This is an optimization exercise on Yosys and OpenROAD, whose aim is small area, a short achievable clock period and few clock cycles, not a production implementation. In this exercise RTL edits were held to simulation tests only and were not proved equivalent to the original.

## flow/design.v

```verilog
module lve_redd (
    input  wire [31:0] x,
    output wire [22:0] r
);
    wire [8:0]  h = x[31:23];
    wire [23:0] t = {1'b0, x[22:0]} + {2'd0, h, 13'd0} - {15'd0, h};
    wire [24:0] d = {1'b0, t} - 25'd8380417;
    assign r = d[24] ? t[22:0] : d[22:0];
endmodule
module lve_redk (
    input  wire [15:0] x,
    output wire [11:0] r
);
    reg [11:0] th;
    always @(*) begin
        case (x[15:12])
            4'd0:  th = 12'd0;
            4'd1:  th = 12'd767;
            4'd2:  th = 12'd1534;
            4'd3:  th = 12'd2301;
            4'd4:  th = 12'd3068;
            4'd5:  th = 12'd506;
            4'd6:  th = 12'd1273;
            4'd7:  th = 12'd2040;
            4'd8:  th = 12'd2807;
            4'd9:  th = 12'd245;
            4'd10: th = 12'd1012;
            4'd11: th = 12'd1779;
            4'd12: th = 12'd2546;
            4'd13: th = 12'd3313;
            4'd14: th = 12'd751;
            default: th = 12'd1518;
        endcase
    end
    wire [12:0] t  = {1'b0, x[11:0]} + {1'b0, th};
    wire [13:0] d1 = {1'b0, t} - 14'd3329;
    wire [13:0] d2 = {1'b0, t} - 14'd6658;
    assign r = !d2[13] ? d2[11:0] : !d1[13] ? d1[11:0] : t[11:0];
endmodule
module lve_montk #(parameter integer W = 27) (
    input  wire [W-1:0] x,
    output wire [12:0]  r
);
    wire [26:0] xe = x;
    wire [7:0]  m1 = -xe[7:0];
    wire [19:0] x1 = {1'b0, xe[26:8]} + {19'd0, |xe[7:0]} + {8'd0, m1, 3'd0} + {9'd0, m1, 2'd0} + {12'd0, m1};
    wire [7:0]  m2 = -x1[7:0];
    wire [13:0] x2 = {2'b0, x1[19:8]} + {13'd0, |x1[7:0]} + {3'd0, m2, 3'd0} + {4'd0, m2, 2'd0} + {6'd0, m2};
    assign r = x2[12:0];
endmodule
module lve_modarith (
    input  wire        clk,
    input  wire        rst,         
    input  wire        in_valid,
    output wire        in_ready,
    input  wire [3:0]  in_op,
    input  wire        in_qsel,     
    input  wire [3:0]  in_imm,
    input  wire [31:0] in_a,
    input  wire [31:0] in_b,
    input  wire [31:0] in_w,
    output wire        out_valid,
    output wire [31:0] out_r0,
    output wire [31:0] out_r1
);
    localparam [3:0] OP_MADD = 4'd0, OP_MSUB = 4'd1, OP_MNEG = 4'd2, OP_MRED = 4'd3,
                     OP_MMONT = 4'd4, OP_MBAR = 4'd5, OP_TOMONT = 4'd6,
                     OP_CMPR = 4'd7, OP_DCMPR = 4'd8, OP_P2R = 4'd9, OP_DECOMP = 4'd10,
                     OP_CT = 4'd11, OP_GS = 4'd12, OP_BMUL = 4'd13;
    localparam [22:0] QD = 23'd8380417;
    localparam [22:0] QK = 23'd3329;
    assign in_ready = 1'b1;
    reg [5:0] vld;
    always @(posedge clk) begin
        if (rst) vld <= 6'd0;
        else     vld <= {vld[4:0], in_valid};
    end
    assign out_valid = vld[5];
    reg [3:0]  op0;
    reg        qs0;
    reg [3:0]  imm0;
    reg [31:0] a0, b0, w0;
    always @(posedge clk) begin
        op0 <= in_op; qs0 <= in_qsel; imm0 <= in_imm;
        a0 <= in_a; b0 <= in_b; w0 <= in_w;
    end
    wire [22:0] ad, bd, wd;
    wire [11:0] ak0, ak1, bk0, bk1, wk;
    lve_redd u_ra (.x(a0), .r(ad));
    lve_redd u_rb (.x(b0), .r(bd));
    lve_redd u_rw (.x(w0), .r(wd));
    lve_redk u_ka0 (.x(a0[15:0]),  .r(ak0));
    lve_redk u_ka1 (.x(a0[31:16]), .r(ak1));
    lve_redk u_kb0 (.x(b0[15:0]),  .r(bk0));
    lve_redk u_kb1 (.x(b0[31:16]), .r(bk1));
    lve_redk u_kw  (.x(w0[15:0]),  .r(wk));
    wire [22:0] ar = qs0 ? ad : {11'd0, ak0};
    wire [22:0] br = qs0 ? bd : {11'd0, bk0};
    wire [22:0] wr = qs0 ? wd : {11'd0, wk};
    wire [22:0] q0 = qs0 ? QD : QK;
    wire [23:0] dgs = {1'b0, ar} + {1'b0, q0} - {1'b0, br};    
    wire [23:0] dec_x = {8'd0, ({1'b0, ad} + 24'd127) >> 7};   
    wire [3:0]  dsh = 4'd12 - imm0;
    wire [11:0] dcy = a0[11:0] << dsh;                         
    reg [23:0] x1, y1;
    reg [22:0] u1, v1;
    always @(*) begin
        x1 = {1'b0, ar};
        y1 = {1'b0, br};
        u1 = ar;
        v1 = br;
        case (op0)
            OP_MNEG:   begin u1 = 23'd0; v1 = ar; end
            OP_MRED:   v1 = 23'd0;
            OP_MBAR:   if (!qs0) v1 = 23'd1353;
            OP_TOMONT: y1 = qs0 ? 24'd2365951 : 24'd1353;
            OP_CMPR:   y1 = 24'd10321339;
            OP_DCMPR:  begin x1 = {12'd0, dcy}; y1 = 24'd3329; end
            OP_DECOMP: begin x1 = dec_x; y1 = imm0[0] ? 24'd1025 : 24'd11275; end
            OP_CT:     begin x1 = {1'b0, br}; y1 = {1'b0, wr}; end
            OP_GS:     begin x1 = dgs; y1 = {1'b0, wr}; end
            OP_BMUL:   begin x1 = {ak1, ak0}; y1 = {bk1, bk0}; v1 = {11'd0, wk}; end
            default:   ;
        endcase
    end
    reg [23:0] x2r, y2r;
    reg [22:0] u2r, v2r;
    reg [3:0]  op1, imm1;
    reg        qs1;
    always @(posedge clk) begin
        x2r <= x1; y2r <= y1; u2r <= u1; v2r <= v1;
        op1 <= op0; qs1 <= qs0; imm1 <= imm0;
    end
    wire [23:0] p00 = x2r[11:0] * y2r[11:0];
    wire [24:0] pc  = x2r[11:0] * y2r[23:12] + x2r[23:12] * y2r[11:0];
    wire [23:0] p11 = x2r[23:12] * y2r[23:12];
    wire [22:0] g1353 = v2r[11:0] * 11'd1353;
    wire [12:0] gm;
    lve_montk u_mg (.x({4'd0, g1353}), .r(gm));                   
    reg [23:0] p00_3, p11_3;
    reg [24:0] pc_3;
    reg [22:0] u3r, v3r;
    reg [3:0]  op2, imm2;
    reg        qs2;
    always @(posedge clk) begin
        p00_3 <= p00; pc_3 <= pc; p11_3 <= p11;
        u3r <= u2r;
        v3r <= (op1 == OP_BMUL) ? {10'd0, gm} : v2r;
        op2 <= op1; qs2 <= qs1; imm2 <= imm1;
    end
    wire [47:0] p = {24'd0, p00_3} + {11'd0, pc_3, 12'd0} + {p11_3, 24'd0};
    wire [31:0] pl = p[31:0];
    wire [31:0] md = (pl << 23) - pl - (pl << 13) - (pl << 26);
    wire [36:0] f1 = {14'd0, p[22:0]} + {p[46:23], 13'd0} - {13'd0, p[46:23]};
    wire [12:0] mk1, mk2;
    lve_montk u_mk1 (.x(op2 == OP_BMUL ? p11_3[23:0] : p[26:0]), .r(mk1));
    lve_montk u_mk2 (.x({2'd0, pc_3}), .r(mk2));
    wire [12:0] cz   = p[34:22];
    wire [3:0]  csh  = 4'd12 - imm2;
    wire [12:0] czs  = cz >> csh;
    wire [12:0] czr  = czs + 13'd1;
    wire [11:0] cmsk = ~(12'hfff << imm2);
    wire [11:0] cmpr = czr[12:1] & cmsk;
    wire [11:0] dcmpr = p[23:12] + {11'd0, p[11]};
    wire [7:0]  dq88 = p[31:24] + {7'd0, p[23]};
    wire [5:0]  dq32 = p[25:22] + {3'd0, p[21]};
    wire [5:0]  dq   = imm2[0] ? {2'd0, dq32[3:0]} : (dq88 > 8'd43 ? 6'd0 : dq88[5:0]);
    reg [48:0] dm4;      
    reg [36:0] f4;       
    reg [12:0] k4;       
    reg [22:0] u4r, v4r;
    reg [3:0]  op3, imm3;
    reg        qs3;
    always @(posedge clk) begin
        dm4 <= {p[47:32], |pl, md};
        f4  <= (op2 == OP_BMUL) ? {13'd0, p00_3} : f1;
        k4  <= mk1;
        u4r <= (op2 == OP_BMUL) ? {10'd0, mk2} : u3r;
        case (op2)
            OP_CMPR:   v4r <= {11'd0, cmpr};
            OP_DCMPR:  v4r <= {11'd0, dcmpr};
            OP_DECOMP: v4r <= {17'd0, dq};
            default:   v4r <= v3r;
        endcase
        op3 <= op2; qs3 <= qs2; imm3 <= imm2;
    end
    wire [31:0] m4 = dm4[31:0];
    wire [55:0] mq = {m4, 23'd0} - {10'd0, m4, 13'd0} + {23'd0, m4};
    wire [23:0] td = {8'd0, dm4[48:33]} + {23'd0, dm4[32]} + mq[55:32];     
    wire [24:0] tdd = {1'b0, td} - {2'd0, QD};
    wire [22:0] tdr = tdd[24] ? td[22:0] : tdd[22:0];
    wire [27:0] f2 = {5'd0, f4[22:0]} + {1'b0, f4[36:23], 13'd0} - {14'd0, f4[36:23]};
    wire [23:0] f3 = {1'b0, f2[22:0]} + {6'd0, f2[27:23], 13'd0} - {19'd0, f2[27:23]};
    wire [24:0] f3d = {1'b0, f3} - {2'd0, QD};
    wire [22:0] f3r = f3d[24] ? f3[22:0] : f3d[22:0];
    wire [13:0] kd  = {1'b0, k4} - 14'd3329;
    wire [11:0] kr  = kd[13] ? k4[11:0] : kd[11:0];
    wire [13:0] bd1 = {1'b0, u4r[12:0]} - 14'd3329;
    wire [11:0] br1 = bd1[13] ? u4r[11:0] : bd1[11:0];
    wire [25:0] sg = k4 * v4r[12:0] + ((op3 == OP_BMUL) ? {2'd0, f4[23:0]} : 26'd0);
    wire [9:0]  p2h  = ({1'b0, u4r} + 24'd4095) >> 13;
    wire [23:0] p2l  = {1'b0, u4r} - {1'b0, p2h, 13'd0};
    wire [22:0] p2r0 = p2l[23] ? p2l[22:0] + QD : p2l[22:0];
    wire [23:0] dal  = imm3[0] ? {v4r[5:0], 9'd0} * 10'd1023 : {v4r[5:0], 11'd0} * 7'd93;
    wire [23:0] del  = {1'b0, u4r} - dal;
    wire [22:0] dcr0 = del[23] ? del[22:0] + QD : del[22:0];
    reg [22:0] t5, u5r, v5r;
    reg [25:0] sg5;
    reg [3:0]  op4;
    reg        qs4;
    always @(posedge clk) begin
        u5r <= u4r;
        v5r <= v4r;
        t5  <= qs3 ? (op3 == OP_MBAR ? f3r : tdr) : {11'd0, kr};
        case (op3)
            OP_CMPR, OP_DCMPR: t5 <= v4r;
            OP_P2R:    begin t5 <= {13'd0, p2h}; v5r <= p2r0; end
            OP_DECOMP: begin t5 <= v4r;          v5r <= dcr0; end
            OP_BMUL:   v5r <= {11'd0, br1};
            default:   ;
        endcase
        sg5 <= sg;
        op4 <= op3; qs4 <= qs3;
    end
    wire [22:0] q4  = qs4 ? QD : QK;
    wire [22:0] tt  = (op4 == OP_CT) ? t5 : v5r;
    wire [23:0] sum = {1'b0, u5r} + {1'b0, tt};
    wire [24:0] sumd = {1'b0, sum} - {2'd0, q4};
    wire [22:0] radd = sumd[24] ? sum[22:0] : sumd[22:0];
    wire [23:0] dif = {1'b0, u5r} - {1'b0, tt};
    wire [22:0] rsub = dif[23] ? dif[22:0] + q4 : dif[22:0];
    wire [12:0] mk3;
    lve_montk u_mk3 (.x({1'b0, sg5}), .r(mk3));
    wire [13:0] m3d = {1'b0, mk3} - 14'd3329;
    wire [11:0] m3r = m3d[13] ? mk3[11:0] : m3d[11:0];
    reg [22:0] r0n, r1n;
    always @(*) begin
        r0n = t5;
        r1n = 23'd0;
        case (op4)
            OP_MADD, OP_MRED: r0n = radd;
            OP_MSUB, OP_MNEG: r0n = rsub;
            OP_MBAR:   if (!qs4) r0n = {11'd0, m3r};
            OP_P2R, OP_DECOMP: r1n = v5r;
            OP_CT:     begin r0n = radd; r1n = rsub; end
            OP_GS:     begin r0n = radd; r1n = t5; end
            OP_BMUL:   begin r0n = {11'd0, m3r}; r1n = v5r; end
            default:   ;
        endcase
    end
    reg [22:0] r0o, r1o;
    always @(posedge clk) begin
        r0o <= r0n;
        r1o <= r1n;
    end
    assign out_r0 = {9'd0, r0o};
    assign out_r1 = {9'd0, r1o};
endmodule
```

## flow/run.sh

```bash
#!/bin/bash
# synth_recipe.tcl (not shown) runs the flow's synth.tcl, then flattens the netlist and writes it again
# the make line also repeats each setting of config.mk as NAME=value (left out here)
make -C /OpenROAD-flow-scripts/flow DESIGN_CONFIG=/design/flow/config.mk WORK_HOME=/design/flow/orfs CLKGATE_MAP_FILE= SYNTH_SCRIPT=/design/flow/synth_recipe.tcl finish
```

## flow/config.mk

```make
export PLATFORM = sky130hd
export DESIGN_NAME = lve_modarith
export DESIGN_NICKNAME = lve_modarith
export VERILOG_FILES = /design/flow/design.v
export SDC_FILE = /design/flow/constraint.sdc
export NUM_CORES = 4
export LEC_CHECK = 0
export CAP_MARGIN = 20
export CORE_MARGIN = 2
export CORE_UTILIZATION = 40
export SLEW_MARGIN = 20
```

## flow/constraint.sdc

```tcl
create_clock -name core_clock -period 30.0 [get_ports {clk}]
set_input_delay 6.0000 -clock core_clock [delete_from_list [all_inputs] [get_ports {clk}]]
set_output_delay 6.0000 -clock core_clock [all_outputs]
set_load 0.01 [all_outputs]
```

==> summary.txt <==
- Worst-Margin Slew: 1239 ps
- Clk latency of the worst-skew pair: 770 ps
- Area grow syn2layout: 8.543%
- Nets: 13326
- Post-detail-place hpwl: 254000 um
- Post-synth EDFFs: 0
- Synth Register Bits: 689
- Critical Setup Path Class: reg -> reg
- Initial antenna violation count: 26
- Placed inst area: 97090 um2
- I/O Buffers: 154
- Final worst slack: 20310 ps
- Clock tree root driver cell: clkbuf_16
- Avg Inst Size Synth: 8.289 um2
- Clock buffer depth: 3
- Worst Path Max Fanout: 7
- Die area: 234400 um2
- Setup Buffers After CTS: 0
- DR iter-0 viols: 4971
- Via Count: 78228
- CP delay by family, top: adder cells
- CP Capture Type: flip-flop
- TritonCTS clock tree: done
- Top-count cell post-synth: inv_1
- Share of layout cells above drive strength 1: 0.03808
- Part of the cycle the worst path needs: 0.3230
- Drt drc: 0
- Slew Limit Fails: 0
- Hold path depth: 0
- Reg-to-Reg Start: v2r[1]$_DFF_P_
- CTS hold repair buffers: 0
- Syn Std Cell Area: 92220 um2
- H-tree depth: 3
- Buf/Inv on CP: 4
- Util after Layout: 0.4358
- Dpl ws: 20250 ps
- Fraction of registers with async set or reset after synthesis: 0
- DRT Pass-1 Iters: 10
- Post-DRT Antenna Nets: 0
- Setup slack, reg-to-reg: 20310 ps
- All-Layer GR Usage: 0.2556
- Clock Sinks: 689
- Synth cell count leaders: inv_1, ha_1, nand2_1
- Period minus WS final: 9689 ps
- Slew headroom: 0.1732
- Global placement routability congestion: 0.9811
- Vias in the first global route: 78852
- Largest net degree at the start of global routing: 73
- Core Box Area: 229700 um2
- WL per Instance: 21.46 um
- Final setup skew: 64.13 ps
- Worst endpoint data arrival time: 10280 ps
- Vias per std cell: 5.490
- Clock slew at reported path FFs: 60 ps
- Outcome: timing/DRC/antenna clean
- Library cells used by synthesis: 105
- Critical Path Max Stage Delay: 540 ps
- # resized after CTS: 0
- Hold WC Path Type: reg -> reg
- Register-to-Register Path Depth: 38
- Area share of the largest cell type after synthesis: 0.1734
- Synth Flop Type: dfxtp_1
- Setup violators final: 0
- Area leader, netlist: fa_1
- Number of max-cap violations: 0
- Routed Wire Length: 305800 um
- Sequential area share after synthesis: 0.1496
- Area contributors post-synth: fa_1, ha_1, dfxtp_1, inv_1, xnor2_1
- Die extent in x: 484.2 um
- Fmax: 103.2 MHz
- Io pins: 174
- Critical path launch point type: flip-flop
- Total CTS buffers: 87
- First-pass GRT wire length: 464900 um
- RSZ-0062 raised after global routing: no
- Ys Warns: 2
- Starting density of the core: 0.4015
- Cell mode on critical path: fa_1
- WP data required: 30590 ps
- Die Y: 484.2 um
- Layout filler cell count: 22850
- CP max stage cell: fa_1
- WHS Endpoint: u3r[13]$_DFF_P_
- Final hold violations: 0
- Hold_sp: u2r[13]$_SDFF_PN0_
- Row count: 176
- Total gr overflow: 0
- Setup_tns: 0 ps
- Post-Synthesis Cells: 11126
- R2r endpoint: v3r[12]$_DFF_P_
- Fin area: 100100 um2
## cells by family (layout without fill, tap and decap cells)
family          count (synthesis)  in the layout  share of synthesized area
compound gates               2219           2219                     0.1580
xor+xnor                      917            917                    0.08709
fa+ha+maj                    2076           2076                     0.3466
buf+inv                      1982           2047                    0.08172
flops                         689            689                     0.1496
mux                           106            106                    0.01317
other cells                     2             35                 0.00008143
simple gates                 3135           3135                     0.1637
## flip-flops by register name, summed over array words and instances, names as in the netlist, 24 cells and up
signal	cells
a0	32
b0	32
dm4	49
f4	37
p00_3	24
p11_3	24
pc_3	25
sg5	26
w0	32
x2r	24
y2r	24
## metal layers
layer | GRT usage | up-vias | wire length (um)
met5 | 0 | - | 23
met3 | 0.03213 | 712 | 15810
li1 | - | 37297 | -
met2 | 0.4458 | 2435 | 146900
met4 | 0.1575 | 4 | 21450
met1 | 0.2974 | 37780 | 121700
## cell type report
cell class,instances,area (um2),area share
sequential,689,13800,0.1379
tap,3026,3786,0.03782
timing repair buffer,271,2427,0.02425
inverter,1619,6077,0.06071
clock inverter,51,621.8,0.006212
multi-input combinational,8476,71030,0.7096
antenna,12,30.03,0.0003000
clock buffer,106,2330,0.02327
## metrics by stage
| stage | instances | hold WS, ps |
|---|---|---|
| floorplan | 11147 | 309.6 |
| global placement | 14080 | 311.2 |
| detailed placement | 14080 | 312.1 |
| CTS | 14237 | 306.3 |
| global route | 14240 | 311.9 |
| finish | 14250 | 297.9 |
## how the worst max path moves through the flow
| stage | startpoint | to | slack [ps] | cells after the start |
|---|---|---|---|---|
| final | v2r[1]$_DFF_P_ | v3r[12]$_DFF_P_ | 20310 | 38 |
| after floorplan | v2r[1]$_DFF_P_ | v3r[11]$_DFF_P_ | 21130 | 36 |
| after detailed placement | v2r[2]$_DFF_P_ | v3r[12]$_DFF_P_ | 20250 | 38 |
| after global routing | v2r[2]$_DFF_P_ | v3r[12]$_DFF_P_ | 19530 | 41 |
| after CTS | v2r[1]$_DFF_P_ | v3r[12]$_DFF_P_ | 20210 | 38 |
| after global placement | v2r[2]$_DFF_P_ | v3r[11]$_DFF_P_ | 20310 | 38 |
## worst register-to-register path, delay by kind of cell, from the launching register on
family | cells | cell delay (ps)
simple gates | 6 | 880
compound gates | 14 | 2670
xor+xnor | 1 | 190
flops | 1 | 490
fa+ha+maj | 13 | 5070
buf+inv | 4 | 290
## cells in the final DEF (no fill, tap or decap), types with 354 or more instances in the layout
cell type and instances:
dfxtp_1 683, o21ai_0 413, a21oi_1 618, ha_1 1275
and2_1 354, nor2_1 641, nand2_1 1108, fa_1 799
xnor2_1 613, inv_1 1616
Testbench counts, summed over its fixed seeds: cycles 16,048.

[what the ideal ports hide]
The results above use ideal ports. As a check the final layout listed here was re-extracted and re-timed, cells and wires unchanged. Step 1, drivers: a clkbuf_16 drives clk and a buf_2 each remaining input, both assumed. Step 2, shift: input delay + t, output delay - t, t = (earliest + latest rising clock arrival at the registers) / 2. This alone moves slack from input paths to output paths. Slacks: ideal / step 1 / step 2; pairs: ideal / step 1.
shift t [ns]: 0.829
setup slack, ns: 20.311 / 20.311 / 20.311
slew at the worst register clock pin (ns): 0.07 / 0.07
worst data-port slew with drivers (ns): 0.07
pins driven straight from the clock port: 1
After both steps this run still meets setup and hold. For this run, drivers alone change the setup slack by 0.000 ns; drivers and shift together by 0.000 ns.
